Background: an optimization exercise with open tools, aiming at small area and a short achievable clock period. Do not read the settings as production practice.
Where RTL was checked, it was by simulation tests only, not by an equivalence proof against the original.
Only the layout flow was run in runs 1, 2, 5 and 6; the RTL was not checked for function there.
Power figures rest on the tool's default switching activity, not on a simulated workload.

==> flow/design.v <==
module egress_arb (
    input  wire        clk,
    input  wire        rst,           
    input  wire [15:0] req,           
    input  wire [15:0] fits,          
    input  wire [79:0] flits,         
    input  wire        map_we,        
    input  wire [3:0]  map_idx,
    input  wire [3:0]  map_val,
    input  wire        commit,        
    input  wire [15:0] clr,           
    output wire        gnt,           
    output wire [3:0]  gnt_idx,       
    output reg  [3:0]  last_win,      
    output wire        busy,          
    output wire [15:0] in_backoff,
    output wire [15:0] capped,        
    output wire [63:0] act_map        
);
    localparam integer KB = 7;        
    reg  [3:0]  map_sh  [0:15];
    reg  [3:0]  map_act [0:15];
    reg  [13:0] lf      [0:15];       
    reg  [15:0] inbo;                 
    reg  [15:0] cf;                   
    reg  [12:0] age     [0:15];       
    reg         p1, p2, p3, p4, p5;   
    reg  [15:0] parts;                
    reg  [15:0] sel;                  
    reg  [3:0]  win;
    reg  [3:0]  win_in;
    reg  [4:0]  scnt;                 
    reg  [1:0]  ssub;
    reg         busy_r;
    reg         cmt_pend;
    wire [15:0] present = req & fits & ~inbo;
    genvar g;
    generate
        for (g = 0; g < 16; g = g + 1) begin : g_map
            assign act_map[4*g +: 4] = map_act[g];
        end
    endgenerate
    assign in_backoff = inbo;
    assign gnt     = p5;
    assign gnt_idx = win;
    assign busy    = busy_r;
    wire idle     = ~(p1 | p2 | p3 | p4 | p5);
    wire any_pres = |present;
    wire open_now = idle & ~busy_r & any_pres;
    function [17:0] step4;            
        input [15:0] c;
        input [63:0] e;
        integer k;
        reg a3, a2, a1;
        begin
            a3 = |(c & {e[63], e[59], e[55], e[51], e[47], e[43], e[39], e[35],
                        e[31], e[27], e[23], e[19], e[15], e[11], e[7], e[3]});
            a2 = |(c & {e[62], e[58], e[54], e[50], e[46], e[42], e[38], e[34],
                        e[30], e[26], e[22], e[18], e[14], e[10], e[6], e[2]});
            a1 = |(c & {e[61], e[57], e[53], e[49], e[45], e[41], e[37], e[33],
                        e[29], e[25], e[21], e[17], e[13], e[9], e[5], e[1]});
            step4[17] = a3 | a2;
            step4[16] = a3 | (~a2 & a1);
            for (k = 0; k < 16; k = k + 1)
                step4[k] = c[k] & (e[4*k+3] | (e[4*k+2] & ~a3) |
                                   (e[4*k+1] & ~a3 & ~a2) |
                                   (e[4*k] & ~a3 & ~a2 & ~a1));
        end
    endfunction
    function [3:0] onehot4;
        input [1:0] d;
        onehot4 = 4'b0001 << d;
    endfunction
    reg  [63:0] eA [0:4];
    reg  [9:0]  kA;
    reg  [17:0] rA0, rA1, rA2, rA3, rA4;
    integer ia, da;
    always @(*) begin
        for (ia = 0; ia < 16; ia = ia + 1) begin
            kA = {map_act[ia], age[ia][12:KB]};
            for (da = 0; da < 5; da = da + 1)
                eA[da][4*ia +: 4] = onehot4(kA[9-2*da -: 2]);
        end
        rA0 = step4(parts, eA[0]);
        rA1 = step4(rA0[15:0], eA[1]);
        rA2 = step4(rA1[15:0], eA[2]);
        rA3 = step4(rA2[15:0], eA[3]);
        rA4 = step4(rA3[15:0], eA[4]);
    end
    reg  [63:0] eB [0:3];
    reg  [7:0]  kB;
    reg  [17:0] rB0, rB1, rB2, rB3;
    reg  [15:0] wb;
    reg  [3:0]  wi;
    reg         taken;
    integer ib, db;
    always @(*) begin
        for (ib = 0; ib < 16; ib = ib + 1) begin
            kB = {age[ib][KB-1:0] == {KB{1'b0}}, age[ib][KB-1:0]};
            for (db = 0; db < 4; db = db + 1)
                eB[db][4*ib +: 4] = onehot4(kB[7-2*db -: 2]);
        end
        rB0 = step4(sel, eB[0]);
        rB1 = step4(rB0[15:0], eB[1]);
        rB2 = step4(rB1[15:0], eB[2]);
        rB3 = step4(rB2[15:0], eB[3]);
        taken = 1'b0;
        wb = 16'd0;
        wi = 4'd0;
        for (ib = 0; ib < 16; ib = ib + 1) begin
            wb[ib] = rB3[ib] & ~taken;
            if (rB3[ib] & ~taken) wi = ib[3:0];
            taken = taken | rB3[ib];
        end
    end
    reg [4:0] win_flits;
    integer iw;
    always @(*) begin
        win_flits = 5'd0;
        for (iw = 0; iw < 16; iw = iw + 1)
            win_flits = win_flits | (flits[5*iw +: 5] & {5{sel[iw]}});
    end
    wire scnt_gt2 = (scnt[4] | scnt[3] | scnt[2] | (scnt[1] & scnt[0]));
    wire cmt_any   = commit | cmt_pend;
    wire cmt_apply = cmt_any & idle & ~open_now;
    always @(posedge clk) begin
        if (rst) begin
            p1       <= 1'b0;
            p2       <= 1'b0;
            p3       <= 1'b0;
            p4       <= 1'b0;
            p5       <= 1'b0;
            scnt     <= 5'd0;
            ssub     <= 2'd0;
            busy_r   <= 1'b0;
            cmt_pend <= 1'b0;
            last_win <= 4'd0;
        end else begin
            p1 <= open_now;
            p2 <= p1;
            p3 <= p2 & any_pres;
            p4 <= p3;
            p5 <= p4;
            if (p5)
                last_win <= win_in;
            busy_r <= p4 | p5 | ssub[1] | scnt_gt2;
            if (p5) begin
                ssub <= 2'd2;
                scnt <= win_flits;
            end else if (ssub != 2'd0) begin
                ssub <= ssub - 2'd1;
            end else if (scnt_gt2) begin
                ssub <= 2'd2;
                scnt <= scnt - 5'd2;
            end
            cmt_pend <= cmt_any & ~cmt_apply;
        end
        if (p2)
            parts <= present;
        if (p3) begin
            sel    <= rA4[15:0];
            win_in <= {rA0[17:16], rA1[17:16]};
        end
        if (p4) begin
            sel <= wb;
            win <= wi;
        end
    end
    wire [3:0] val_d1 = map_val | {4{rst}};
    wire [3:0] val_d0 = map_val & {4{~rst}};
    reg [3:0]  sh_n, sh_d;
    reg [13:0] lf_n;
    reg [13:0] lf_lo;
    reg        kill, lose;
    integer i, b;
    always @(posedge clk) begin
        for (i = 0; i < 16; i = i + 1) begin
            for (b = 0; b < 4; b = b + 1)
                sh_d[b] = (((i < 8) ? 4'd12 : i - 8) >> b) & 1 ? val_d1[b] : val_d0[b];
            sh_n = (rst || (map_we && map_idx == i[3:0])) ? sh_d : map_sh[i];
            map_sh[i] <= sh_n;
            if (rst || cmt_apply)
                map_act[i] <= sh_n;
            if (rst || !req[i] || (p5 && sel[i]))
                age[i] <= 13'd0;
            else if (!age[i][12])
                age[i] <= age[i] + 13'd1;
            kill  = rst | clr[i] | (p5 & sel[i]);
            lose  = p5 & parts[i] & ~sel[i];
            lf_lo = {1'b0, lf[i][12:0]} + {13'd0, lose | inbo[i]};
            lf_n  = {lf[i][13] | lf_lo[13], lf_lo[12:0]};
            if (kill) begin
                lf[i]   <= 14'd16;
                inbo[i] <= 1'b0;
                cf[i]   <= 1'b0;
            end else begin
                lf[i]   <= lf_n;
                inbo[i] <= |(lf_n & (lf_n - 14'd1));
                cf[i]   <= cf[i] | (lose & lf[i][13]);
            end
        end
    end
    reg [3:0]  cap_lo [0:15];
    reg [3:0]  cap_hi [0:15];
    reg [15:0] capped_r;
    integer ic, ac, bc;
    always @(*) begin
        for (ic = 0; ic < 16; ic = ic + 1)
            for (ac = 0; ac < 4; ac = ac + 1) begin
                cap_lo[ic][ac] = cf[ic] & (map_act[ic][1:0] == ac[1:0]);
                cap_hi[ic][ac] = (map_act[ic][3:2] == ac[1:0]);
            end
        for (bc = 0; bc < 4; bc = bc + 1)
            for (ac = 0; ac < 4; ac = ac + 1) begin
                capped_r[4*bc+ac] = 1'b0;
                for (ic = 0; ic < 16; ic = ic + 1)
                    capped_r[4*bc+ac] = capped_r[4*bc+ac] |
                                        (cap_lo[ic][ac] & cap_hi[ic][bc]);
            end
    end
    assign capped = capped_r;
endmodule
==> flow/flow/run.sh <==
#!/bin/bash
# Standard ORFS layout, with the combinational logic of the standard
# synthesis re-mapped by ABC for area (registers kept as synthesized), and
# small port buffers. Each tool's output goes to a log in this folder.
set -euo pipefail
W=$PWD
R=$W/orfs/results/$FLOW_PLATFORM/egress_arb/base
LIB=$FLOW_HOME/platforms/$FLOW_PLATFORM/lib/sky130_fd_sc_hd__tt_025C_1v80.lib
YOSYS=$FLOW_HOME/../tools/install/yosys/bin/yosys
[ -x "$YOSYS" ] || YOSYS=yosys

# 1. the standard synthesis, unchanged
bash standard.sh synth > $W/log_1_synth.txt 2>&1

# 2. re-map its combinational logic; registers stay as they are
python3 flow/mkmap.py $LIB $W/cells_map.v > $W/log_2_mkmap.txt 2>&1
cp $R/1_2_yosys.v $W/std_1_2_yosys.v
DU=""
for c in sky130_fd_sc_hd__probe_p_8 sky130_fd_sc_hd__probec_p_8 sky130_fd_sc_hd__lpflow_*; do
  DU="$DU -dont_use $c"
done
$YOSYS -p "read_liberty -lib $LIB; read_verilog $W/std_1_2_yosys.v; hierarchy -top $FLOW_TOP; \
  techmap -map $W/cells_map.v; techmap; opt -purge; \
  abc -liberty $LIB $DU -script $W/flow/area.abc; opt_clean -purge; \
  hilomap -singleton -hicell sky130_fd_sc_hd__conb_1 HI -locell sky130_fd_sc_hd__conb_1 LO; \
  insbuf -buf sky130_fd_sc_hd__buf_4 A X; splitnets; opt_clean -purge; \
  write_verilog -noattr -noexpr -nohex -nodec $W/resyn_1_2_yosys.v; stat -liberty $LIB" \
  > $W/log_3_resyn.txt 2>&1
cp $W/resyn_1_2_yosys.v $R/1_2_yosys.v
rm -f $R/1_synth.odb $R/1_synth.sdc

# 3. the rest of the standard layout
bash standard.sh finish "BUFFER_PORTS_ARGS=-buffer_cell sky130_fd_sc_hd__buf_2" \
  > $W/log_4_layout.txt 2>&1
==> flow/flow/area.abc <==
strash
&get -n
&fraig -x
&put
scorr
dc2
strash
&get -n
&dch -f
&nf -R 1000
&put
==> flow/flow/mkmap.py <==
# Writes a Yosys techmap file that turns each combinational cell of a
# Liberty library into the logic of its output functions.
# usage: python3 mkmap.py LIB.lib OUT.v
import re, sys
lib = open(sys.argv[1]).read()

def block(text, start):
    depth, i = 1, start
    while depth:
        c = text[i]
        if c == '{':
            depth += 1
        elif c == '}':
            depth -= 1
        i += 1
    return text[start:i]

out = []
for m in re.finditer(r'\n\s*cell\s*\(\s*"?(\w+)"?\s*\)\s*\{', lib):
    name, body = m.group(1), block(lib, m.end())
    if re.search(r'\b(ff|latch|statetable)\s*\(', body):
        continue
    pins = []
    for pm in re.finditer(r'\n\s*pin\s*\(\s*"?(\w+)"?\s*\)\s*\{', body):
        pb = block(body, pm.end())
        dm = re.search(r'direction\s*:\s*"?(\w+)"?', pb)
        fm = re.search(r'function\s*:\s*"([^"]*)"', pb)
        pins.append((pm.group(1), dm.group(1) if dm else None, fm.group(1) if fm else None))
    outs = [p for p in pins if p[1] == 'output']
    ins = [p for p in pins if p[1] == 'input']
    if not outs or any(p[2] is None for p in outs):
        continue
    ports = ["input %s" % p[0] for p in ins] + ["output %s" % p[0] for p in outs]
    lines = ["module \\%s (%s);" % (name, ", ".join(ports))]
    for p in outs:
        f = p[2].replace('!', '~').replace('+', '|').replace('*', '&')
        lines.append("  assign %s = %s;" % (p[0], f))
    lines.append("endmodule")
    out.append("\n".join(lines))
open(sys.argv[2], 'w').write("\n".join(out) + "\n")
print(len(out), "cells")
==> flow/standard.sh <==
#!/bin/bash
# synth_recipe.tcl (not shown) runs the flow's synth.tcl, then flattens the netlist and writes it again
# the make line also repeats each setting of config.mk as NAME=value (left out here)
make -C /OpenROAD-flow-scripts/flow DESIGN_CONFIG=/design/flow/config.mk WORK_HOME=/design/flow/orfs CLKGATE_MAP_FILE= SYNTH_SCRIPT=/design/flow/synth_recipe.tcl "${@:-finish}"
==> flow/config.mk <==
export PLATFORM = sky130hd
export DESIGN_NAME = egress_arb
export DESIGN_NICKNAME = egress_arb
export VERILOG_FILES = /design/flow/design.v
export SDC_FILE = /design/flow/constraint.sdc
export NUM_CORES = 4
export LEC_CHECK = 0
export CAP_MARGIN = 20
export CORE_MARGIN = 2
export CORE_UTILIZATION = 40
export SLEW_MARGIN = 20
==> flow/constraint.sdc <==
create_clock -name core_clock -period 42.0 [get_ports {clk}]
set_input_delay 8.4000 -clock core_clock [delete_from_list [all_inputs] [get_ports {clk}]]
set_output_delay 8.4000 -clock core_clock [all_outputs]
set_load 0.01 [all_outputs]
==> impl.org, run 1 <==
** STA
- Clock period minus worst slack :: 12.02 ns
- For the final routed database, the setup TNS stands at 0 ns.
- For this run, the top clock speed supported by timing is just over 80 MHz.
- The final-report max-slew violation count came to 0.
- Setup repair after global routing missed its margin :: no
- The tightest hold path in the finished design has a slack of 0.456 ns.
- At the pin with the least slew margin, the transition time is about 1.2 ns.
- Maximum clock skew at final layout :: ~0.031 ns
- Part of the cycle the worst path needs :: 0.286
- Setup violations remaining at the end of the flow were counted as 0.
- The hold violation count in the final report came to 0.
- Headroom to the max-slew limit came out at 0.211.

** Critical path
- Most frequent cell on the critical path :: sky130_fd_sc_hd__nand2_1
- Counting buffers and inverters, the worst setup path is 38 cells deep.
- The slowest stage of the critical path belongs to the cell sky130_fd_sc_hd__a2111oi_0.
- Worst stage delay on the critical path :: between 0.9 and 1 ns
- Together, buffers and inverters on the worst path number 3.
- STA classifies the critical path startpoint as a flop.
- The worst register-to-register path has a setup slack of 29.98 ns.
- Dominant delay contributor by cell family on the critical path :: simple AND/OR/NAND/NOR gates
- Worst r2r dst :: sel[13]
- Critical path data required time :: ~42 ns
- Path depth of the worst reg2reg path :: 38
- CP endpoint :: sel[13]
- In this run the critical register-to-register path is launched from sel[13].
- The most critical setup path has its startpoint at sel[13].
- Worst setup EP type :: flop
- STA puts the critical path data arrival time at 12.47 ns.
- Of all nets on the critical path, the largest fanout is 16.
- Critical path class :: reg -> reg

** Clocking
- Total setup buffers inserted after CTS :: 0
- # resized after CTS :: 0
- The longest clock path from root to sink contains 3 buffers.
- CTS tree :: done
- Clock-pin slew was measured on the worst setup and hold paths at 0.06 ns.
- The H-tree was split into 3 levels.
- Clock latency on the worst-skew pair, taken at its later pin, is around 0.66 ns.
- Hold repair after CTS inserted 0 buffers.
- Clock root buffer :: sky130_fd_sc_hd__clkbuf_16
- Num CTS Buffers :: 74
- Counting every sink on the clock net gives 650.

** Power
- Ratio of total power to cell area :: 40.2 mW/mm2
- For this design the static power due to leakage is 14.4 nW.
- Total design power :: 1.63 mW
- Worst voltage drop across the vdd grid :: 41.2 uV

** Routing
- Drc violations :: 0
- In the final routed layout, each cell accounts on average for ~27 um.
- Total Routed Length :: around 160 mm
- Before antenna repair, the detailed router went through 7 iterations.
- Mean number of vias per cell :: about 6
- In this run the remaining antenna-violating nets after routing total 0.
- Total number of vias :: about 37,000
- For this block, the initial DRC count from the detailed router was approximately 4,200.

** Place
- The count of buffers added on input and output ports is ~250.
- Final weighted congestion in routability-driven placement :: 1.09
- Total half-perimeter wirelength after legalization and detailed placement :: 127 mm

** Status
- The run finished with no timing, DRC or antenna violations.

** Floorplan
- Number of standard-cell rows in the floorplan :: between 100 and 150
- The floorplan step set the die height to around 300 um.
- For this configuration, the core starts out at a cell density of 0.403.
- The die is between 200 and 300 um wide.
- Core outline area :: just under 0.09 mm2
- The floorplan step defined a die boundary enclosing 0.0895 mm2.
- Total I/O pin count :: approximately 250

** Global routing
- Via count of the first global-routing pass :: 34,100
- After global routing the overflow that remains totals 0.
- Initial antenna violation count :: 12
- GRT Overall Usage :: 0.353
- Entering global routing, the biggest net connects 58 pins.
- The first global-routing pass estimated 234 mm of wire.

** Min path
- Min-delay worst type :: reg -> reg
- Counting instances, the worst hold path has a depth of 1.

** Synth
- Net count after synthesis :: around 4,600
- Syn_area_per_cell :: 7.76 um2
- Area of the mapped netlist :: about 0.035 mm2
- Synthesis produced 4,490 cells.
- Synth Warn # :: 9

** Layout
- Layout cell share with drive strength beyond 1 :: 0.0899
- Number of fill cells :: 8,738
- The area growth from synthesis to layout is 16.1%.
- Net count of the finished layout :: between 4,000 and 5,000

** Job
- The tool flagged a number of max-cap violations equal to 0.
==> how the worst min path moves through the flow <==
stage	startpoint	endpoint
detailed placement	map_sh[11][1]	map_sh[11][1]
global placement	map_sh[12][3]	map_sh[12][3]
global route	map_sh[11][0]	map_sh[11][0]
finish	p1	p2
CTS	map_sh[12][1]	map_sh[12][1]
floorplan	map_sh[11][0]	map_sh[11][0]
==> routing by layer <==
metal	wire length [um]	up-vias	part of all wire	global-route usage
met3	14800	469	0.090	0.0736
met5	123	-	0.00075	0
met2	71000	1957	0.43	0.542
met4	11000	18	0.067	0.210
li1	-	17300	-	-
met1	66600	17700	0.41	0.457
==> report_power, final <==
part           leakage (nW)  internal (mW)  switching, mW
combinational          7.78         0.0673          0.157
clock                  1.27          0.405          0.283
sequential             5.36          0.659         0.0535
==> final cells by class <==
type	count	area (um2)	area share
multi-input combinational	3619	19900	0.492
inverter	191	717	0.0177
sequential	650	14100	0.348
clock inverter	42	529	0.0131
timing repair buffer	311	1720	0.0426
tap	1155	1450	0.0357
clock buffer	95	2050	0.0508
antenna	3	7.51	0.000186
==> state kept, by name, indices dropped and copies added (netlist names), 5 cells and up <==
name	cells
age	208
lf	224
scnt	5
cf	16
parts	16
map_sh	64
sel	16
inbo	16
map_act	64
==> placed cells by master (no fill, tap or decap), types with 20 or more instances in the layout <==
cell type / instances
sky130_fd_sc_hd__nor2_1: 656
sky130_fd_sc_hd__dfxtp_1: 544
sky130_fd_sc_hd__nand2_1: 506
sky130_fd_sc_hd__a21oi_1: 359
sky130_fd_sc_hd__nor3_1: 286
sky130_fd_sc_hd__o21ai_0: 271
sky130_fd_sc_hd__buf_2: 244
sky130_fd_sc_hd__clkinv_1: 197
sky130_fd_sc_hd__nand3_1: 184
sky130_fd_sc_hd__nor2b_1: 116
sky130_fd_sc_hd__xnor2_1: 106
sky130_fd_sc_hd__edfxtp_1: 104
sky130_fd_sc_hd__o22ai_1: 91
sky130_fd_sc_hd__and3_1: 77
sky130_fd_sc_hd__clkbuf_16: 76
sky130_fd_sc_hd__nor4_1: 70
sky130_fd_sc_hd__buf_4: 67
sky130_fd_sc_hd__and2_0: 66
sky130_fd_sc_hd__nor3b_1: 64
sky130_fd_sc_hd__nand4_1: 62
sky130_fd_sc_hd__nand2b_1: 59
sky130_fd_sc_hd__a211oi_1: 57
sky130_fd_sc_hd__xor2_1: 40
sky130_fd_sc_hd__a31oi_1: 39
sky130_fd_sc_hd__a22oi_1: 38
sky130_fd_sc_hd__o21a_1: 36
sky130_fd_sc_hd__a21o_1: 36
sky130_fd_sc_hd__o211ai_1: 30
sky130_fd_sc_hd__a222oi_1: 24
sky130_fd_sc_hd__nand3b_1: 23
sky130_fd_sc_hd__o31ai_1: 22
sky130_fd_sc_hd__o21bai_1: 20
sky130_fd_sc_hd__o221ai_1: 20
==> stage by stage <==
stage                     std cells  worst slack, ns  cell area, um2   util
after global routing           6066            29.46           40400  0.467
after floorplan                4490            27.42           34800      -
after detailed placement       5926            30.28           37800  0.437
after CTS                      6063            30.23           40400  0.467
final                          6066            29.98           40400  0.467
after global placement         5926            30.30           37800  0.437
==> inputs of run 2 (changes only) <==
--- a/flow/flow/run.sh
+++ b/flow/flow/run.sh
@@ -32,3 +32,4 @@
 # 3. the rest of the standard layout
 bash standard.sh finish "BUFFER_PORTS_ARGS=-buffer_cell sky130_fd_sc_hd__buf_2" \
+  SETUP_SLACK_MARGIN=31.5 \
   > $W/log_4_layout.txt 2>&1
==> impl.org, run 2 <==
** Critical path
- Data arrives at the worst endpoint at approximately 2.6 ns.
- Startpoint class of the critical path :: flop
- R2R Path Start :: sel[13]
- The critical path starts at cf[15].
- Worst setup EP type :: output pin
- Critical Path Fanout Max :: 7
- Critical path data required time :: about 34 ns
- Critical path class :: reg -> out
- Setup slack on the worst reg-to-reg path comes out at roughly 32 ns.
- For the worst flop-to-flop path, the logic depth is 36.
- The endpoint identified for the worst register-to-register timing path is win[1].

** Floorplan
- In this run the standard cell core region covers around 0.086 mm2.
- Row generation in the floorplan step produced 108 rows.
- The die covers roughly 0.089 mm2.
- The initial utilization of the core area, before any placement, comes to 0.403.
- From bottom edge to top edge, the die measures around 300 um.
- The floorplan step set the die width to ~300 um.
- Total I/O pin count :: between 200 and 250

** Clocking
- H-tree depth reported by CTS :: 3
- The clock passes through at most 3 buffers.
- Clock root buffer :: sky130_fd_sc_hd__clkbuf_16
- Num CTS Buffers :: 74
- Clock latency (worst-skew pair) :: between 0.6 and 0.7 ns
- Total clock sinks :: 650
- CTS tree :: done
- Clock-pin slew was measured on the worst setup and hold paths at 0.06 ns.
- In this run, post-CTS hold repair placed 0 buffers.

** Global routing
- Leftover overflow at the end of global routing :: 0
- The first global-routing pass estimated approximately 240 mm of wire.
- Maximum number of pins on one net before global-route repair :: 57
- The number of antenna violations at the first check in global routing was 2.
- Via count of the first global-routing pass :: roughly 36,000
- For this run, the total global-route usage over all layers was measured as 0.368.

** STA
- Of the available clock period, the critical path in the final layout requires 0.262.
- Setup repair after global routing missed its margin :: yes
- Timing-limited maximum frequency :: a little over 90 MHz
- Worst Setup Slack, final :: slightly above 30 ns
- The worst path needs roughly 11 ns of the cycle, external delays included.
- Worst hold slack across all endpoints :: roughly 0.46 ns
- Total of endpoints with negative setup slack in the final report :: 0
- Headroom to the max-slew limit came out at 0.178.
- Final sum of negative setup slack :: 0 ns
- The hold violation count in the final report was 0.
- Worst slew pin tran :: about 1.2 ns
- Between clock sinks in the finished design, the worst skew comes to about 0.015 ns.
- Final Slew Violations :: 0

** Min path
- Launch instance of the worst min-delay path :: map_sh[8][0]
- End point of the most critical hold path :: map_sh[8][0]
- Worst hold path stage count :: 2
- Min-delay worst type :: reg -> reg

** Routing
- The count of nets left with antenna violations once routing finished came out at 0.
- For this block, wires on met1 add up to between 60 and 70 mm.
- Total number of vias :: approximately 39,000
- After detailed routing, the number of vias per cell comes to 6.11.
- In the final routed layout, each cell accounts on average for between 20 and 30 um.
- Total Routed Length :: roughly 170 mm
- Initial drt markers :: slightly above 4,000
- Metal3 WL :: between 10 and 15 mm
- For this run, the detailed router's first-pass iteration total came to 8.
- The highest layer touched by signal routing is met4.
- After detailed routing, the met2 layer carries approximately 76 mm of wire.
- Drc violations :: 0

** Power
- Net switching power figure :: approximately 520 uW
- Sw frac :: 0.307
- For this design the ratio of total power to cell area is just under 40 mW/mm2.
- Clk network pwr share :: 0.402
- Lkg Pwr :: 16.2 nW
- Of the total power, combinational logic draws 0.191.
- Worst voltage drop across the vdd grid :: ~36 uV
- The share of total power dissipated in sequential elements is 0.407.
- Internal Pwr Total :: between 1 and 1.5 mW

** Layout
- Most common cell after layout, fill and taps aside :: sky130_fd_sc_hd__nor2_1
- The register with the most flip-flops in the layout has around 220 of them.
- Final design instance area without fill :: 0.0438 mm2
- Relative to the synthesized area, the layout overhead comes to 25.8%.
- The net count of the finished layout is between 5,000 and 6,000.
- Of the cells placed in the final design, the portion with a size suffix greater than 1 is 0.173.
- Counting flops per register, the top entry is lf.
- Commonest cells after routing, fill and taps aside :: 648 x sky130_fd_sc_hd__nor2_1, 539 x sky130_fd_sc_hd__dfxtp_1, 472 x sky130_fd_sc_hd__nand2_1
- The largest registers in the layout are lf (224), age (208).
- Number of fill cells :: between 8,000 and 9,000

** Place
- Buffers on Ports :: 245
- After legalization and detailed placement, the total HPWL measured approximately 130 mm.
- Setup slack after placement :: 30.05 ns
- Final weighted congestion in routability-driven placement :: ~1.1
- Cell area after placement :: between 0.03 and 0.04 mm2

** Status
- The flow ran to the end and the layout has no timing, DRC or antenna violations.

** Synth
- Counting every net in the synthesized netlist gives roughly 4,600.
- Synth Warn # :: 9
- Syn_area_per_cell :: roughly 7.8 um2
- The cell count after synthesis came out at ~4,500.
- The mapped netlist covers between 0.03 and 0.04 mm2.

** Job
- Max_cap viols :: 0
run 2: layout make-up:
cell class	count	area, um2	area share
Inverter	191	727	0.0166
Timing Repair Buffer	556	3800	0.0867
Antenna cell	2	5.00	0.000114
Clock inverter	32	389	0.00888
Tap cell	1155	1450	0.0330
Clock buffer	106	2160	0.0492
Multi-Input combinational cell	3619	21200	0.485
Sequential cell	650	14100	0.321
run 2: worst max-delay path, stage by stage, from the launching register on:
cell and delay, ns:
sky130_fd_sc_hd__dfxtp_1 0.45, sky130_fd_sc_hd__and3_4 0.26, sky130_fd_sc_hd__a221o_1 0.37, sky130_fd_sc_hd__nor4_2 0.21
sky130_fd_sc_hd__nand4_1 0.14, sky130_fd_sc_hd__a221o_1 0.35, sky130_fd_sc_hd__buf_2 0.17
run 2: worst max path at each step:
stage	to	slack, ns
after global routing	capped[8]	30.94
after floorplan	map_act[0][0]	30.77
final	capped[3]	31.01
after global placement	map_act[0][0]	30.09
after detailed placement	map_act[0][1]	30.05
after CTS	capped[3]	30.93
run 2: layer usage:
metal | track usage | vias to the layer above
met5 | 0 | -
met4 | 0.246 | 0
met3 | 0.0710 | 589
met2 | 0.591 | 1923
met1 | 0.450 | 18300
li1 | - | 17800
run 2: what timing repair did:
action / CTS / global route
pin swaps: 46 / 45
setup endpoints to repair: 89 / 36
resized for setup: 234 / 124
buffers inserted: 222 / 40
run 2: per-stage QoR:
stage                     utilization  std cells  total power, mW
after floorplan                     -       4490            0.822
after global placement          0.436       5909            0.947
after detailed placement        0.436       5909            0.944
after CTS                       0.496       6269             1.68
after global routing            0.507       6309             1.74
final                           0.507       6311             1.69
run 2: power by group through the flow:
stage | Combinational, mW | Sequential, mW | Clock, mW
detailed placement | 0.214 | 0.730 | 0
floorplan | 0.120 | 0.702 | 0
global route | 0.337 | 0.690 | 0.713
global placement | 0.216 | 0.731 | 0
finish | 0.324 | 0.689 | 0.682
CTS | 0.300 | 0.688 | 0.689
==> inputs of run 3 (changes only) <==
--- a/flow/design.v
+++ b/flow/design.v
@@ -196,5 +196,6 @@
             end else begin
                 lf[i]   <= lf_n;
-                inbo[i] <= |(lf_n & (lf_n - 14'd1));
+                inbo[i] <= lose | (inbo[i] & (lf[i][13] ? ~lf_lo[13] :
+                                              |(lf[i][12:0] & lf_lo[12:0])));
                 cf[i]   <= cf[i] | (lose & lf[i][13]);
             end
==> impl.org, run 3 <==
** Global routing
- For this run the aggregate overflow at the end of global routing stands at 0.
- The first global-routing pass estimated 228 mm of wire.
- The number of antenna violations at the first check in global routing is 5.
- The number of global-route vias before repair came to 33,700.
- GRT Overall Usage :: 0.363
- Entering global routing, the biggest net connects between 60 and 70 pins.

** Layout
- Top register by number of flip-flops :: lf
- Top Registers :: lf (224), age (208)
- The filler cells instantiated in the layout total 8,129.
- Most common cell after layout, fill and taps aside :: sky130_fd_sc_hd__nor2_1
- For this run, the share of the core covered by cells in the final layout is 0.504.
- Of the cells placed in the final design, the portion with a size suffix greater than 1 is 0.174.
- Relative to the synthesized area, the layout overhead comes to 25.1%.
- After the last flow step, the layout net total stands at slightly below 5,000.
- The library cells used most frequently in the layout, excluding fill and tap cells, are 617 x sky130_fd_sc_hd__nor2_1, 539 x sky130_fd_sc_hd__dfxtp_1, 371 x sky130_fd_sc_hd__a21oi_1.
- Max FFs per register :: 224

** STA
- Clock period minus worst slack :: 11.01 ns
- Setup violations remaining at the end of the flow were counted as 0.
- Worst slew pin tran :: approximately 1.3 ns
- For this run, the top clock speed supported by timing is approximately 91 MHz.
- Of the available clock period, the critical path in the final layout requires 0.262.
- Normalized max-slew margin :: 0.145
- Setup repair after global routing missed its margin :: yes
- Final Slew Violations :: 0
- Between clock sinks in the finished design, the worst skew comes to around 0.027 ns.
- Worst Setup Slack, final :: about 31 ns
- Hold Fails Final Rpt :: 0
- After routing, the total negative slack on setup checks comes to 0 ns.

** Status
- The run finished with no timing, DRC or antenna violations.

** Synth
- Synth Warn # :: 9
- The number of nets in the synthesized netlist is around 4,300.
- After technology mapping, the gate count stands at between 4,000 and 5,000.
- Area of the mapped netlist :: 0.0329 mm2
- Syn_area_per_cell :: 7.89 um2

** Critical path
- The signal on the critical path passes through buf_6 > nor2b_1 > nand2_2 > o21ai_1 > nor4_2 > nand2_1 > buf_6.
- Startpoint class of the critical path :: flop
- On the critical path, the stage with the largest delay is an instance of sky130_fd_sc_hd__edfxtp_1.
- Counting cells, the worst reg-to-reg path comes to 40.
- Worst reg2reg setup slack :: ~32 ns
- For this run, the slowest stage of the critical path takes ~0.44 ns.
- Most frequent cell on the critical path :: sky130_fd_sc_hd__buf_6
- R2R Path Start :: age[14][2]
- Critical path data required time :: approximately 34 ns
- Arrival time at the worst endpoint :: about 2.6 ns
- Worst r2r dst :: sel[14]
- Critical path class :: reg -> out
- The number of buffers and inverters on the critical path is 2.
- The worst setup path is captured at an output pin.
- In this run the worst path has a maximum fanout of 4.
- Dominant delay contributor by cell family on the critical path :: simple AND/OR/NAND/NOR gates

** Place
- Final weighted congestion in routability-driven placement :: 1.07
- Buffers on Ports :: about 250
- OpenSTA, run right after detailed placement, puts the worst setup slack at 30.66 ns.
- The HPWL after detailed placement is about 120 mm.

** Clocking
- No sink is reached through more buffers than the 3 on the longest clock path.
- For this design, the CTS-stage hold fixing added 0 buffers.
- TritonCTS built the clock tree.
- Clock root buffer :: sky130_fd_sc_hd__clkbuf_16
- Clock tree synthesis found a total of 650 sinks.
- Clock-pin slew was measured on the worst setup and hold paths at approximately 0.06 ns.
- H-tree depth reported by CTS :: 3
- Clock latency (worst-skew pair) :: 0.64 ns
- Num CTS Buffers :: 74

** Floorplan
- Total I/O pin count :: ~250
- The total area inside the core boundary comes to just over 0.08 mm2.
- Die boundary width :: ~290 um
- The floorplan has between 100 and 150 rows.
- The die covers ~0.085 mm2.
- Height of the die :: between 200 and 300 um
- For this configuration, the core starts out at a cell density of 0.403.

** Min path
- Min-delay worst type :: reg -> reg
- The worst hold path passes through 2 cells.
- The worst hold path terminates at map_sh[8][1].
- Launch instance of the worst min-delay path :: map_sh[8][1]

** Job
- Max_cap viols :: 0

** Power
- Worst voltage drop across the vdd grid :: slightly above 30 uV
- Power spread over the standard cell area amounts to between 30 and 40 mW/mm2.
- After layout, the design draws a total of 1.63 mW.
- Lkg Pwr :: ~15 nW

** Routing
- Total number of vias :: ~37,000
- Remaining antenna violation count :: 0
- Total Routed Length :: 159 mm
- In the routed layout, each cell is associated on average with a via count of 6.28.
- Detail-routed net length per standard cell :: 27.0 um
- Drc violations :: 0
- The pre-antenna-repair detailed-routing pass consisted of 8 iterations.
- The detailed router finished its first iteration with around 4,500 violations.
-- run 3: worst max path at each step --
stage	start	end	depth (start not counted)
final	map_act[5][0]	capped[6]	7
after global routing	map_act[3][0]	capped[9]	9
after CTS	map_act[3][0]	capped[1]	8
after detailed placement	req[7]	map_act[9][0]	9
after global placement	map_act[0][0]	capped[3]	6
after floorplan	fits[3]	map_act[0][0]	7
-- run 3: routing by layer --
metal	share of wire	vias up	track usage	wire length (um)
li1	-	16900	-	-
met1	0.39	17400	0.454	62400
met5	0.000050	-	0	8
met3	0.10	597	0.0905	16300
met2	0.43	2127	0.556	68200
met4	0.078	2	0.237	12300
-- run 3: repair_timing --
action | in CTS | in global routing
setup buffers | 163 | 46
gates resized for setup | 218 | 98
endpoints found under the setup margin | 94 | 36
pin swaps | 42 | 46
endpoints found under the hold margin | 0 | 0
-- run 3: metrics by stage --
stage	hold WS [ns]	instance area, um2	instances
2_1_floorplan	0.422	33000	4172
3_3_place_gp	0.443	35900	5538
3_5_place_dp	0.450	35900	5539
4_1_cts	0.459	40400	5838
5_1_grt	0.468	41200	5884
6_report	0.455	41200	5888
-- run 3: where the power goes --
group	leakage [nW]	internal [mW]	total, mW	switching, mW
combinational	8.56	0.0976	0.301	0.204
sequential	5.36	0.658	0.686	0.0280
clock	1.17	0.363	0.640	0.277
total	15.1	1.12	1.63	0.509
-- run 3: layout make-up --
cell class / instances / area [um2] / area share
Sequential cell: 650 / 14100 / 0.341
Timing Repair Buffer: 525 / 3520 / 0.0855
Multi-Input combinational cell: 3390 / 19500 / 0.473
Clock inverter: 33 / 299 / 0.00726
Antenna cell: 4 / 10.0 / 0.000243
Inverter: 113 / 437 / 0.0106
Tap cell: 1070 / 1340 / 0.0325
Clock buffer: 103 / 2050 / 0.0498
-- run 3: worst register-to-register path, delay by kind of cell (launching register included) --
family / cells / cell delay [ns]
simple gates: 23 / 5.38
buf+inv: 5 / 1.17
compound gates: 12 / 2.55
flops: 1 / 0.59
==> inputs of run 4 (changes only) <==
--- a/flow/flow/run.sh
+++ b/flow/flow/run.sh
@@ -32,4 +32,4 @@
 # 3. the rest of the standard layout
 bash standard.sh finish "BUFFER_PORTS_ARGS=-buffer_cell sky130_fd_sc_hd__buf_2" \
-  SETUP_SLACK_MARGIN=31.5 \
+  SETUP_SLACK_MARGIN=32.2 \
   > $W/log_4_layout.txt 2>&1
==> impl.org, run 4 <==
** Status
- The flow ran to the end and the layout has no timing, DRC or antenna violations.

** Power
- Worst voltage drop across the vdd grid :: 37.9 uV
- Ratio of total power to cell area :: about 40 mW/mm2
- Lkg Pwr :: around 15 nW
- After layout, the design draws a total of ~1.7 mW.

** Clocking
- Hold Buf Count CTS :: 0
- Clock-pin slew was measured on the worst setup and hold paths at about 0.060 ns.
- Num CTS Buffers :: 75
- Total clock sinks :: 650
- No sink is reached through more buffers than the 3 on the longest clock path.
- Clock tree synthesis selected as its root buffer the cell sky130_fd_sc_hd__clkbuf_16.
- The clock reaches the later pin of the worst-skew pair after ~0.67 ns.
- The clock tree synthesis step divided the H-tree into 3 levels.
- CTS tree :: done

** Place
- Total half-perimeter wirelength after legalization and detailed placement :: 118 mm
- Cell count after placement :: about 5,500
- Port buffering added about 250 buffers.
- Cell area after placement :: around 0.036 mm2
- At the end of routability-driven placement, the weighted congestion stood at about 1.1.
- Setup slack after placement :: approximately 30 ns

** Synth
- Area of the mapped netlist :: 0.0329 mm2
- Synthesis handed over a netlist of 4,172 instances.
- Averaged over all synthesized cells, the footprint is roughly 7.9 um2.
- Counting every net in the synthesized netlist gives ~4,300.
- Synth Warn # :: 9

** Min path
- End point of the most critical hold path :: map_sh[12][1]
- Worst hold path stage count :: 2
- In this run the most critical hold path is launched from map_sh[12][1].
- The tightest min-delay check is of the reg -> reg type.

** STA
- Timing-limited maximum frequency :: ~90 MHz
- Normalized max-slew margin :: 0.190
- In the final timing run, aggregate negative setup slack is 0 ns.
- For the pin with the worst max-slew slack, the measured transition is about 1.2 ns.
- Total of endpoints with negative setup slack in the final report :: 0
- Clock period minus worst slack :: ~11 ns
- In the post-route analysis, the smallest setup slack over all paths is between 30 and 40 ns.
- The final-report max-slew violation count was 0.
- Setup repair after global routing could not meet its margin everywhere.
- The hold violation count in the final report came to 0.
- Part of the cycle the worst path needs :: 0.263
- Across all hold checks on the routed design, the worst slack comes to about 0.46 ns.
- Clock skew on the completed layout was measured at ~0.033 ns.

** Critical path
- The setup path with the least slack is of type reg -> out.
- STA puts the critical path data required time at 33.60 ns.
- Worst reg2reg setup slack :: ~32 ns
- Worst setup EP type :: output pin
- STA classifies the critical path startpoint as a flop.
- Worst r2r dst :: sel[14]
- For the worst flop-to-flop path, the logic depth is 37.
- The worst register-to-register path begins at sel[11].
- Of all nets on the critical path, the largest fanout is 5.
- STA puts the critical path data arrival time at ~2.7 ns.

** Layout
- After the last flow step, the layout net total stands at about 4,900.
- After filler insertion, the fill cell instance count of the layout stands at 7,970.
- Counting flops per register, the top entry is lf.
- Area of combinational cells with multiple inputs :: between 0.015 and 0.02 mm2
- In the final layout, the share of cells above drive strength 1 is 0.184.
- Filler-free cell count of the finished design :: ~6,000
- Layout Utilization :: 0.516
- The register with the most flip-flops in the layout has roughly 220 of them.
- The largest registers in the layout are lf (224), age (208).
- After routing the design area is 0.0421 mm2.
- Seq. cell area :: 0.0141 mm2
- Most common cell after layout, fill and taps aside :: sky130_fd_sc_hd__nor2_1
- From synthesis to final layout, the design area changed by 28.1%.
- In the layout the commonest cells are 606 x sky130_fd_sc_hd__nor2_1, 537 x sky130_fd_sc_hd__dfxtp_1, 371 x sky130_fd_sc_hd__a21oi_1.

** Floorplan
- For this configuration, the core starts out at a cell density of 0.403.
- In this run the vertical extent of the chip is ~290 um.
- Full die area :: 0.0846 mm2
- The floorplan has around 110 rows.
- Core outline area :: slightly above 0.08 mm2
- In this run the count of I/O pins placed on the die edge is around 250.
- Die boundary width :: 291 um

** Routing
- Total Routed Length :: 159 mm
- The first routing iteration left roughly 4,800 violations.
- The first TritonRoute pass finished after 9 iterations.
- Dividing the detail-routed wire length by the instance count gives between 20 and 30 um.
- In the routed layout, each cell is associated on average with a via count of between 6 and 7.
- For this run, design rule violations remaining after detail routing come to 0.
- For this block, the via count after detailed routing is ~37,000.
- Remaining antenna violation count :: 0

** Job
- Max_cap viols :: 0

** Global routing
- Global routing finished with a remaining overflow of 0.
- Maximum number of pins on one net before global-route repair :: 46
- First-pass GRT wire length :: around 230 mm
- Via count of the first global-routing pass :: approximately 34,000
- The number of antenna violations at the first check in global routing came to 11.
- GRT Overall Usage :: 0.362
==> run 4: final cells by class <==
cell class              count  area share
repair buffers            546      0.0998
flip-flops and latches    650       0.334
clock buffers             106      0.0500
multi-input cells        3391       0.467
clock inverters            31     0.00751
inverters                 113      0.0103
diodes                      4    0.000238
well taps                1070      0.0318
==> run 4: how the worst max path moves through the flow <==
stage | start | depth (start not counted) | endpoint
CTS | map_act[13][0] | 7 | capped[1]
detailed placement | map_act[15][3] | 44 | sel[2]
global placement | map_act[15][3] | 44 | sel[2]
finish | map_act[10][0] | 7 | capped[1]
floorplan | fits[3] | 7 | map_act[0][0]
global route | map_act[7][0] | 8 | capped[0]
==> run 4: critical path, stage by stage, from the launching register on <==
cell and delay, ns:
sky130_fd_sc_hd__edfxtp_1 0.58, sky130_fd_sc_hd__nor2b_1 0.43, sky130_fd_sc_hd__nand2_1 0.21, sky130_fd_sc_hd__nor3_1 0.25, sky130_fd_sc_hd__nor4_1 0.10, sky130_fd_sc_hd__nand4_1 0.11, sky130_fd_sc_hd__a311o_1 0.16, sky130_fd_sc_hd__buf_2 0.15
==> run 4: timing repair <==
action	CTS	global route
pin swaps	50	42
resized for setup	305	166
buffers inserted	188	43
gates cloned	4	2
setup endpoints to repair	297	211
==> run 4: power breakdown <==
group          internal, mW  leakage [nW]  switching, mW  total, mW
registers             0.658          5.36         0.0295      0.688
logic                 0.122          8.95          0.210      0.332
clock network         0.372          1.19          0.276      0.648
total                  1.15          15.5          0.515       1.67
==> run 4: layer usage <==
metal / part of all wire / up-vias / track usage
met5: 0.00045 / - / 0
met4: 0.085 / 12 / 0.247
met3: 0.10 / 642 / 0.0928
met2: 0.42 / 2145 / 0.548
met1: 0.39 / 17600 / 0.452
li1: - / 16900 / -
==> inputs of run 5 (changes only) <==
--- a/flow/design.v
+++ b/flow/design.v
@@ -196,6 +196,5 @@
             end else begin
                 lf[i]   <= lf_n;
-                inbo[i] <= lose | (inbo[i] & (lf[i][13] ? ~lf_lo[13] :
-                                              |(lf[i][12:0] & lf_lo[12:0])));
+                inbo[i] <= |(lf_n & (lf_n - 14'd1));
                 cf[i]   <= cf[i] | (lose & lf[i][13]);
             end
==> flow/flow/run.sh (replaced) <==
#!/bin/bash
# Standard ORFS layout with small port buffers and timing repair aimed
# below the clock period. Each tool's output goes to a log in this folder.
set -euo pipefail
W=$PWD
R=$W/orfs/results/$FLOW_PLATFORM/egress_arb/base
LIB=$FLOW_HOME/platforms/$FLOW_PLATFORM/lib/sky130_fd_sc_hd__tt_025C_1v80.lib
YOSYS=$FLOW_HOME/../tools/install/yosys/bin/yosys
[ -x "$YOSYS" ] || YOSYS=yosys

# 1. the standard synthesis, unchanged
bash standard.sh synth > $W/log_1_synth.txt 2>&1

# 3. the rest of the standard layout
bash standard.sh finish "BUFFER_PORTS_ARGS=-buffer_cell sky130_fd_sc_hd__buf_2" \
  SETUP_SLACK_MARGIN=31.5 \
  > $W/log_4_layout.txt 2>&1
==> impl.org, run 5 <==
** Critical path
- Arrival time at the worst endpoint :: around 2.4 ns
- Cell with the largest stage delay on the worst path :: sky130_fd_sc_hd__edfxtp_1
- Critical path class :: reg -> out
- Critical path data required time :: between 30 and 40 ns
- Critical Path Fanout Max :: 6
- The largest single stage delay on the critical path is 0.60 ns.
- Series of cell instances along the critical path :: or2_4 > nor2_1 > nor4_2 > nand4_1 > buf_2
- The worst setup path is launched from a flop.
- Worst setup EP type :: output pin

** Routing
- Total Routed Length :: 172 mm
- Across all layers, the routed design uses just over 40,000 vias.
- For this block, the initial DRC count from the detailed router was 4,745.
- Remaining antenna violation count :: 0
- Drc violations :: 0
- Number of iterations in the first detailed-routing pass :: 9
- Detail-routed net length per standard cell :: between 20 and 30 um
- In the routed layout, each cell is associated on average with a via count of ~6.1.

** Synth
- Yosys printed 9 warnings.
- For this run, the leading register cell type out of synthesis is sky130_fd_sc_hd__dfxtp_1.
- The synthesized netlist contains 110 unique library cells.
- Register area share after synthesis :: 0.351
- Summing every instance area after synthesis gives 0.0400 mm2.
- After synthesis, the share of flip-flops with an asynchronous set or reset is 0.
- Biggest area consumer among synthesized cells :: sky130_fd_sc_hd__dfxtp_1
- Of the post-synthesis cell area, the dominant cell type holds 0.273.
- The synthesized design contains 650 register bits.
- Post-synth EDFFs :: about 100
- The commonest cells after synthesis are 731 x sky130_fd_sc_hd__nor2_1, 546 x sky130_fd_sc_hd__dfxtp_1, 419 x sky130_fd_sc_hd__nand2_1, 281 x sky130_fd_sc_hd__nand3_1, 215 x sky130_fd_sc_hd__a21oi_1.
- Cell with the most instances after synthesis :: sky130_fd_sc_hd__nor2_1
- Dominant cells by area after synthesis :: sky130_fd_sc_hd__dfxtp_1 27%, sky130_fd_sc_hd__edfxtp_1 7.8%, sky130_fd_sc_hd__nor2_1 6.9%, sky130_fd_sc_hd__nand2_1 3.9%, sky130_fd_sc_hd__xor2_1 3.8%
- Counting every net in the synthesized netlist gives between 5,000 and 6,000.
- Syn_area_per_cell :: 7.94 um2
- In the synthesized netlist, the number of instances is 5,035.

** Floorplan
- Total I/O pin count :: 246
- Core outline area :: 0.0987 mm2
- Die boundary width :: approximately 320 um
- The die covers roughly 0.1 mm2.
- In this run the core area contains between 100 and 150 standard-cell rows.
- Measured along the y axis, the die boundary spans between 300 and 400 um.
- Initial standard-cell utilization of the core :: 0.405

** Clocking
- CTS tree :: done
- Hold Buf Count CTS :: 0
- Clock transition at path regs :: 0.06 ns
- The clock drives 650 sinks.
- Clock root buffer :: sky130_fd_sc_hd__clkbuf_16
- H-tree depth reported by CTS :: 3
- Buffer levels on the longest clock path :: 3
- Num CTS Buffers :: 77
- At the later pin of the worst-skew pair, clock insertion delay measures between 0.6 and 0.7 ns.

** STA
- Normalized max-slew margin :: 0.261
- Hold Fails Final Rpt :: 0
- Clock period minus worst slack :: about 11 ns
- For the pin with the worst max-slew slack, the measured transition is about 1.1 ns.
- Derived from the worst setup path, the maximum achievable clock frequency is a little over 90 MHz.
- Setup violations remaining at the end of the flow were counted as 0.
- In the finished design, the share of the clock period the worst path needs comes to 0.258.
- Final hold analysis gives a worst-case slack of between 0.4 and 0.5 ns.
- Final sum of negative setup slack :: 0 ns
- The final-report max-slew violation count is 0.
- Setup repair after global routing missed its margin :: yes
- Maximum clock skew at final layout :: about 0.027 ns

** Layout
- The finished cells cover around 0.047 mm2.
- Top Registers :: lf (224), age (208)
- ANT cells :: 0
- Max FFs per register :: 224
- The library cells used most frequently in the layout, excluding fill and tap cells, are 722 x sky130_fd_sc_hd__nor2_1, 535 x sky130_fd_sc_hd__dfxtp_1, 389 x sky130_fd_sc_hd__nand2_1.
- Relative to the synthesized area, the layout overhead comes to 18.3%.
- Most common cell after layout, fill and taps aside :: sky130_fd_sc_hd__nor2_1
- Layout cell share with drive strength beyond 1 :: 0.173
- Net count of the finished layout :: roughly 5,600
- Layout Utilization :: 0.479
- Top register by number of flip-flops :: lf

** Status
- The flow ran to the end and the layout has no timing, DRC or antenna violations.

** Global routing
- First-pass GRT wire length :: approximately 250 mm
- Across every metal layer, demand over resource in global routing totals 0.323.
- Global routing finished with a remaining overflow of 0.
- The number of global-route vias before repair came to between 30,000 and 40,000.
- Initial antenna violation count :: 4
- Entering global routing, the biggest net connects 63 pins.

** Place
- Cell area after placement :: about 0.042 mm2
- Buffers on Ports :: approximately 250
- Final weighted congestion in routability-driven placement :: approximately 1.0
- Total half-perimeter wirelength after legalization and detailed placement :: between 100 and 150 mm

** Power
- Of the total power, the share spent switching nets is 0.313.
- Part of the total power dissipated in sequential elements :: 0.404
- Dividing total power by cell area gives a power density of between 30 and 40 mW/mm2.
- Lkg Pwr :: around 18 nW
- Summing internal, switching and leakage power gives between 1.5 and 2 mW.
- Worst voltage drop across the vdd grid :: 42.5 uV
- Summed over all nets, the switching power comes to about 530 uW.
- Combinational fraction of design power :: 0.191
- The share of total power dissipated in the clock network is 0.404.
- The internal power of the cells totals between 1 and 1.5 mW.

** Job
- The tool flagged a number of max-cap violations equal to 0.

** Min path
- The min-delay analysis places its worst path in the category reg -> reg.
-- run 5: power by group through the flow --
| stage | clock network (mW) | logic (mW) | registers, mW |
|---|---|---|---|
| 5_1_grt | 0.722 | 0.338 | 0.688 |
| 6_report | 0.688 | 0.325 | 0.688 |
| 2_1_floorplan | 0 | 0.153 | 0.690 |
| 4_1_cts | 0.699 | 0.297 | 0.687 |
| 3_5_place_dp | 0 | 0.233 | 0.721 |
| 3_3_place_gp | 0 | 0.233 | 0.722 |
-- run 5: final cells by class --
class,instances,area [um2]
fill,9754,51400
multi-input combinational,3904,24800
sequential,650,14100
timing repair buffer,531,3540
clock buffer,106,2190
tap,1287,1610
inverter,190,719
clock inverter,35,417
-- run 5: repair_timing --
action,CTS,global route
setup buffers,203,56
pin swaps,31,37
endpoints found under the hold margin,0,0
cloned,0,0
gates resized for setup,133,95
endpoints found under the setup margin,81,95
-- run 5: critical path, delay by kind of cell (launching register included) --
| family | cells | cell delay [ns] |
|---|---|---|
| flip-flops | 1 | 0.60 |
| AND/OR/NAND/NOR | 4 | 0.96 |
| buffers and inverters | 1 | 0.19 |
-- run 5: cell families (layout without fill, tap and decap cells) --
kind of cell	Yosys count	after routing	share of synthesized area
AO/OA/AOI/OAI	1013	1013	0.172
XOR/XNOR	333	333	0.0729
adder cells (fa/ha/maj)	125	125	0.0375
buffers and inverters	481	862	0.0504
flip-flops	650	650	0.351
multiplexers	79	79	0.0198
AND/OR/NAND/NOR	2354	2354	0.296
-- run 5: through the flow --
stage	cells	worst slack, ns
3_3_place_gp	6303	30.61
5_1_grt	6703	31.17
3_5_place_dp	6303	30.57
4_1_cts	6647	31.24
2_1_floorplan	5035	31.54
6_report	6703	31.16
-- run 5: path summary, 6_finish.rpt --
kind / from / end / slack, ns / cells after the start
worst min-delay path: p1 / p2 / 0.45 / 1
worst max-delay path: map_act[2][2] / capped[1] / 31.16 / 5
worst max register to register: map_act[12][1] / sel[12] / 31.66 / 51
worst min register to register: p1 / p2 / 0.45 / 1
-- run 5: metal layers --
metal	share of wire	track usage
met5	0.000081	0
met4	0.078	0.201
met3	0.087	0.0666
met2	0.44	0.511
met1	0.40	0.402
==> inputs of run 6 (changes only) <==
--- a/flow/design.v
+++ b/flow/design.v
@@ -48,72 +48,57 @@
     wire any_pres = |present;
     wire open_now = idle & ~busy_r & any_pres;
-    function [17:0] step4;            
-        input [15:0] c;
-        input [63:0] e;
-        integer k;
-        reg a3, a2, a1;
-        begin
-            a3 = |(c & {e[63], e[59], e[55], e[51], e[47], e[43], e[39], e[35],
-                        e[31], e[27], e[23], e[19], e[15], e[11], e[7], e[3]});
-            a2 = |(c & {e[62], e[58], e[54], e[50], e[46], e[42], e[38], e[34],
-                        e[30], e[26], e[22], e[18], e[14], e[10], e[6], e[2]});
-            a1 = |(c & {e[61], e[57], e[53], e[49], e[45], e[41], e[37], e[33],
-                        e[29], e[25], e[21], e[17], e[13], e[9], e[5], e[1]});
-            step4[17] = a3 | a2;
-            step4[16] = a3 | (~a2 & a1);
-            for (k = 0; k < 16; k = k + 1)
-                step4[k] = c[k] & (e[4*k+3] | (e[4*k+2] & ~a3) |
-                                   (e[4*k+1] & ~a3 & ~a2) |
-                                   (e[4*k] & ~a3 & ~a2 & ~a1));
-        end
-    endfunction
-    function [3:0] onehot4;
-        input [1:0] d;
-        onehot4 = 4'b0001 << d;
-    endfunction
-    reg  [63:0] eA [0:4];
-    reg  [9:0]  kA;
-    reg  [17:0] rA0, rA1, rA2, rA3, rA4;
-    integer ia, da;
-    always @(*) begin
-        for (ia = 0; ia < 16; ia = ia + 1) begin
-            kA = {map_act[ia], age[ia][12:KB]};
-            for (da = 0; da < 5; da = da + 1)
-                eA[da][4*ia +: 4] = onehot4(kA[9-2*da -: 2]);
-        end
-        rA0 = step4(parts, eA[0]);
-        rA1 = step4(rA0[15:0], eA[1]);
-        rA2 = step4(rA1[15:0], eA[2]);
-        rA3 = step4(rA2[15:0], eA[3]);
-        rA4 = step4(rA3[15:0], eA[4]);
-    end
-    reg  [63:0] eB [0:3];
-    reg  [7:0]  kB;
-    reg  [17:0] rB0, rB1, rB2, rB3;
-    reg  [15:0] wb;
-    reg  [3:0]  wi;
-    reg         taken;
-    integer ib, db;
-    always @(*) begin
-        for (ib = 0; ib < 16; ib = ib + 1) begin
-            kB = {age[ib][KB-1:0] == {KB{1'b0}}, age[ib][KB-1:0]};
-            for (db = 0; db < 4; db = db + 1)
-                eB[db][4*ib +: 4] = onehot4(kB[7-2*db -: 2]);
-        end
-        rB0 = step4(sel, eB[0]);
-        rB1 = step4(rB0[15:0], eB[1]);
-        rB2 = step4(rB1[15:0], eB[2]);
-        rB3 = step4(rB2[15:0], eB[3]);
+    reg [15:0] ca;
+    reg [3:0]  a_in;
+    reg        anyb;
+    always @(*) begin
+        ca = parts;
+        for (ba = 3; ba >= 0; ba = ba - 1) begin
+            anyb = 1'b0;
+            for (ia = 0; ia < 16; ia = ia + 1)
+                anyb = anyb | (ca[ia] & map_act[ia][ba]);
+            a_in[ba] = anyb;
+            for (ia = 0; ia < 16; ia = ia + 1)
+                ca[ia] = ca[ia] & (map_act[ia][ba] | ~anyb);
+        end
+        for (ba = 12; ba >= KB; ba = ba - 1) begin
+            anyb = 1'b0;
+            for (ia = 0; ia < 16; ia = ia + 1)
+                anyb = anyb | (ca[ia] & age[ia][ba]);
+            for (ia = 0; ia < 16; ia = ia + 1)
+                ca[ia] = ca[ia] & (age[ia][ba] | ~anyb);
+        end
+    end
+    reg [15:0] cb;
+    reg [15:0] wb;
+    reg [3:0]  wi;
+    reg        anyz, anyc, taken;
+    reg [15:0] lowz;
+    always @(*) begin
+        cb = sel;
+        for (ib = 0; ib < 16; ib = ib + 1)
+            lowz[ib] = (age[ib][KB-1:0] == {KB{1'b0}});
+        anyz = 1'b0;
+        for (ib = 0; ib < 16; ib = ib + 1)
+            anyz = anyz | (cb[ib] & lowz[ib]);
+        for (ib = 0; ib < 16; ib = ib + 1)
+            cb[ib] = cb[ib] & (lowz[ib] | ~anyz);
+        for (bb = KB - 1; bb >= 0; bb = bb - 1) begin
+            anyc = 1'b0;
+            for (ib = 0; ib < 16; ib = ib + 1)
+                anyc = anyc | (cb[ib] & age[ib][bb]);
+            for (ib = 0; ib < 16; ib = ib + 1)
+                cb[ib] = cb[ib] & (age[ib][bb] | ~anyc);
+        end
         taken = 1'b0;
         wb = 16'd0;
         wi = 4'd0;
         for (ib = 0; ib < 16; ib = ib + 1) begin
-            wb[ib] = rB3[ib] & ~taken;
-            if (rB3[ib] & ~taken) wi = ib[3:0];
-            taken = taken | rB3[ib];
+            wb[ib] = cb[ib] & ~taken;
+            if (cb[ib] & ~taken) wi = ib[3:0];
+            taken = taken | cb[ib];
         end
     end
     reg [4:0] win_flits;
-    integer iw;
+    integer iw, ia, ba, ib, bb;
     always @(*) begin
         win_flits = 5'd0;
@@ -159,6 +144,6 @@
             parts <= present;
         if (p3) begin
-            sel    <= rA4[15:0];
-            win_in <= {rA0[17:16], rA1[17:16]};
+            sel    <= ca;
+            win_in <= a_in;
         end
         if (p4) begin
@@ -196,5 +181,6 @@
             end else begin
                 lf[i]   <= lf_n;
-                inbo[i] <= |(lf_n & (lf_n - 14'd1));
+                inbo[i] <= lose | (inbo[i] & (lf[i][13] ? ~lf_lo[13] :
+                                              |(lf[i][12:0] & lf_lo[12:0])));
                 cf[i]   <= cf[i] | (lose & lf[i][13]);
             end
--- a/flow/flow/run.sh
+++ b/flow/flow/run.sh
@@ -1,5 +1,6 @@
 #!/bin/bash
-# Standard ORFS layout with small port buffers and timing repair aimed
-# below the clock period. Each tool's output goes to a log in this folder.
+# Standard ORFS layout, with the combinational logic of the standard
+# synthesis re-mapped by ABC for area (registers kept as synthesized), and
+# small port buffers. Each tool's output goes to a log in this folder.
 set -euo pipefail
 W=$PWD
@@ -12,4 +13,21 @@
 bash standard.sh synth > $W/log_1_synth.txt 2>&1
 
+# 2. re-map its combinational logic; registers stay as they are
+python3 flow/mkmap.py $LIB $W/cells_map.v > $W/log_2_mkmap.txt 2>&1
+cp $R/1_2_yosys.v $W/std_1_2_yosys.v
+DU=""
+for c in sky130_fd_sc_hd__probe_p_8 sky130_fd_sc_hd__probec_p_8 sky130_fd_sc_hd__lpflow_*; do
+  DU="$DU -dont_use $c"
+done
+$YOSYS -p "read_liberty -lib $LIB; read_verilog $W/std_1_2_yosys.v; hierarchy -top $FLOW_TOP; \
+  techmap -map $W/cells_map.v; techmap; opt -purge; \
+  abc -liberty $LIB $DU -script $W/flow/area.abc; opt_clean -purge; \
+  hilomap -singleton -hicell sky130_fd_sc_hd__conb_1 HI -locell sky130_fd_sc_hd__conb_1 LO; \
+  insbuf -buf sky130_fd_sc_hd__buf_4 A X; splitnets; opt_clean -purge; \
+  write_verilog -noattr -noexpr -nohex -nodec $W/resyn_1_2_yosys.v; stat -liberty $LIB" \
+  > $W/log_3_resyn.txt 2>&1
+cp $W/resyn_1_2_yosys.v $R/1_2_yosys.v
+rm -f $R/1_synth.odb $R/1_synth.sdc
+
 # 3. the rest of the standard layout
 bash standard.sh finish "BUFFER_PORTS_ARGS=-buffer_cell sky130_fd_sc_hd__buf_2" \
==> impl.org, run 6 <==
** Status
- The run finished with no timing, DRC or antenna violations.

** Synth
- Averaged over all synthesized cells, the footprint is about 8 um2.
- After synthesis the cells add up to roughly 0.032 mm2.
- Count of mapped cells out of synthesis :: 3,926
- The Yosys step of the flow raised 7 warnings.
- The number of nets in the synthesized netlist is ~4,000.

** Clocking
- Buffer levels on the longest clock path :: 3
- After clock tree synthesis, the clock-pin slew on the worst setup and hold paths is ~0.060 ns.
- CTS built an H-tree with a depth of 3.
- TritonCTS built the clock tree.
- Clock latency (worst-skew pair) :: roughly 0.65 ns
- Clock root buffer :: sky130_fd_sc_hd__clkbuf_16
- Hold Buf Count CTS :: 0
- Total clock sinks :: between 600 and 700
- Num CTS Buffers :: 74

** STA
- Timing-limited maximum frequency :: between 80 and 90 MHz
- Hold Fails Final Rpt :: 0
- Setup repair after global routing missed its margin :: yes
- Measured against its own limit, the worst slew margin works out to 0.348.
- Worst hold slack across all endpoints :: ~0.46 ns
- Part of the cycle the worst path needs :: 0.265
- Total of endpoints with negative setup slack in the final report :: 0
- The final-report max-slew violation count came to 0.
- At the pin with the least slew margin, the transition time is slightly below 1 ns.
- Final sum of negative setup slack :: 0 ns
- Maximum clock skew at final layout :: about 0.033 ns
- Clock period minus worst slack :: 11.13 ns

** Floorplan
- Number of standard-cell rows in the floorplan :: between 100 and 150
- The initial utilization of the core area, before any placement, comes to 0.404.
- Die boundary width :: about 290 um
- Full die area :: ~0.082 mm2
- In this run the vertical extent of the chip is 287 um.
- The total area inside the core boundary comes to approximately 0.079 mm2.
- Total I/O pin count :: approximately 250

** Routing
- Total number of vias :: approximately 35,000
- Initial drt markers :: roughly 4,400
- Using the TritonRoute via totals, the vias-per-cell ratio works out to 6.17.
- After detailed routing, the number of remaining DRC violations is 0.
- The pre-antenna-repair detailed-routing pass consisted of 6 iterations.
- Remaining antenna violation count :: 0
- For this block, the routed nets add up to 145 mm of wire.
- Detail-routed net length per standard cell :: ~26 um

** Place
- Cell count after placement :: about 5,200
- Buffers on Ports :: 245
- Once detailed placement completed, the half-perimeter wirelength came to between 100 and 150 mm.
- At the end of routability-driven placement, the weighted congestion stood at approximately 1.0.

** Global routing
- After global routing the overflow that remains totals 0.
- The number of antenna violations at the first check in global routing was 3.
- For this run, global-route usage on met1 was measured as 0.420.
- Via count of the first global-routing pass :: about 32,000
- Busiest layer in global routing :: met2
- Maximum number of pins on one net before global-route repair :: 63
- For this run, global-route usage on met3 was measured as 0.0595.
- The first global-routing pass estimated ~210 mm of wire.
- For this run, global-route usage on met2 was measured as 0.542.
- GRT Overall Usage :: 0.339

** Layout
- In the final layout, the registers with the most flip-flops are lf (224), age (208).
- The net count of the finished layout is approximately 4,600.
- Max FFs per register :: 224
- Of the cells placed in the final design, the portion with a size suffix greater than 1 is 0.195.
- Top register by number of flip-flops :: lf
- Most common cell after layout, fill and taps aside :: sky130_fd_sc_hd__nor2_1
- Filler-free cell count of the finished design :: 5,606
- Commonest cells after routing, fill and taps aside :: 614 x sky130_fd_sc_hd__nor2_1, 535 x sky130_fd_sc_hd__dfxtp_1, 342 x sky130_fd_sc_hd__a21oi_1
- Area growth from synthesis to layout :: 27.0%

** Critical path
- STA classifies the critical path endpoint as an output pin.
- Startpoint class of the critical path :: flop
- Critical Path Fanout Max :: 3
- Data on the critical path is required at its endpoint by around 34 ns.
- Data on the critical path arrives at its endpoint at 2.73 ns.
- The worst setup path is of the reg -> out kind.

** Power
- Summed over all cells, the static leakage comes to around 15 nW.
- Worst voltage drop across the vdd grid :: approximately 35 uV
- In this run the power density over the cells is approximately 41 mW/mm2.

** Min path
- Min-delay worst type :: reg -> reg

** Job
- Max-cap violations in this run came to 0.
run 6: final cells by class:
type	instances	area, um2
fill	7533	38400
clock buffer	99	2130
antenna	2	5.00
sequential	650	14100
clock inverter	38	497
multi-input combinational	3138	18600
timing repair buffer	532	3610
inverter	97	380
tap	1050	1310
run 6: worst paths after layout:
check                       to  slack (ns)  cells past startpoint          start
hold reg to reg   map_sh[6][1]        0.46                      2   map_sh[6][1]
hold / removal    map_sh[6][1]        0.46                      2   map_sh[6][1]
setup / recovery     capped[1]       30.87                      8  map_act[9][0]
setup reg to reg        win[0]       31.83                     50         sel[1]
run 6: through the flow:
stage               setup WS, ns  power, mW   util  area (um2)
finish                     30.87       1.68  0.514       40600
global route               30.87       1.73  0.514       40600
CTS                        30.94       1.65  0.497       39200
detailed placement         28.80      0.920  0.437       34500
global placement           29.12      0.922  0.437       34500
floorplan                  30.77      0.819      -       32000
run 6: power breakdown:
part           switching, mW  internal (mW)  total [mW]
clock network          0.284          0.406       0.690
registers             0.0276          0.660       0.687
logic                  0.194          0.109       0.304
run 6: critical path, cell delays in order (launching register included):
cell and delay (ns):
sky130_fd_sc_hd__edfxtp_1 0.46, sky130_fd_sc_hd__buf_4 0.21, sky130_fd_sc_hd__nand3b_1 0.14, sky130_fd_sc_hd__buf_4 0.14, sky130_fd_sc_hd__nor3_1 0.05, sky130_fd_sc_hd__a221oi_2 0.39, sky130_fd_sc_hd__nand4_1 0.18, sky130_fd_sc_hd__a211o_1 0.35
sky130_fd_sc_hd__buf_2 0.16
run 6: metal layers:
layer  part of all wire  vias up  routed length [um]
met5            0.00010        -                  15
met4              0.081        2               11700
met3              0.081      575               11700
met2               0.45     1876               64500
met1               0.39    16200               56700
li1                   -    15900                   -
run 6: timing repair:
action | 4_1_cts | 5_1_grt
setup endpoints to repair | 35 | 98
resized for setup | 167 | 173
buffers inserted | 172 | 76
cloned | 0 | 5
pin swaps | 38 | 63

## what the ideal ports hide
The results above use ideal ports. As a check the final layouts listed here were re-extracted and re-timed, cells and wires unchanged.
Step 1 sets driving cells, clkbuf_16 on the clock port and buf_2 on the other inputs (assumed; they add their load-dependent delay and slew).
Step 2 adds t to the input delays and takes it off the output delays; t is the mean of the earliest and latest rising clock arrival at the registers after step 1. Input paths then give back, and output paths get back, about the clock's delay inside the block.
a / b / c = ideal ports / drivers / drivers and shift; a / b = the first two.
| run | t (ns) | slack for setup (ns) | worst register clock-pin slew, ns |
|---|---|---|---|
| run 1 | 0.706 | 29.978 / 29.978 / 29.978 | 0.07 / 0.07 |
| run 2 | 0.710 | 31.011 / 30.939 / 30.946 | 0.06 / 0.06 |
| run 3 | 0.697 | 30.985 / 30.917 / 31.080 | 0.06 / 0.06 |
| run 4 | 0.718 | 30.949 / 30.881 / 31.531 | 0.07 / 0.07 |
| run 5 | 0.731 | 31.164 / 31.091 / 30.899 | 0.06 / 0.06 |
| run 6 | 0.699 | 30.873 / 30.807 / 31.041 | 0.07 / 0.07 |
After both steps every run listed still meets setup and hold. The setup slack of run 5, which loses most, moves by -0.073 ns with the drivers and by -0.265 ns with both steps.
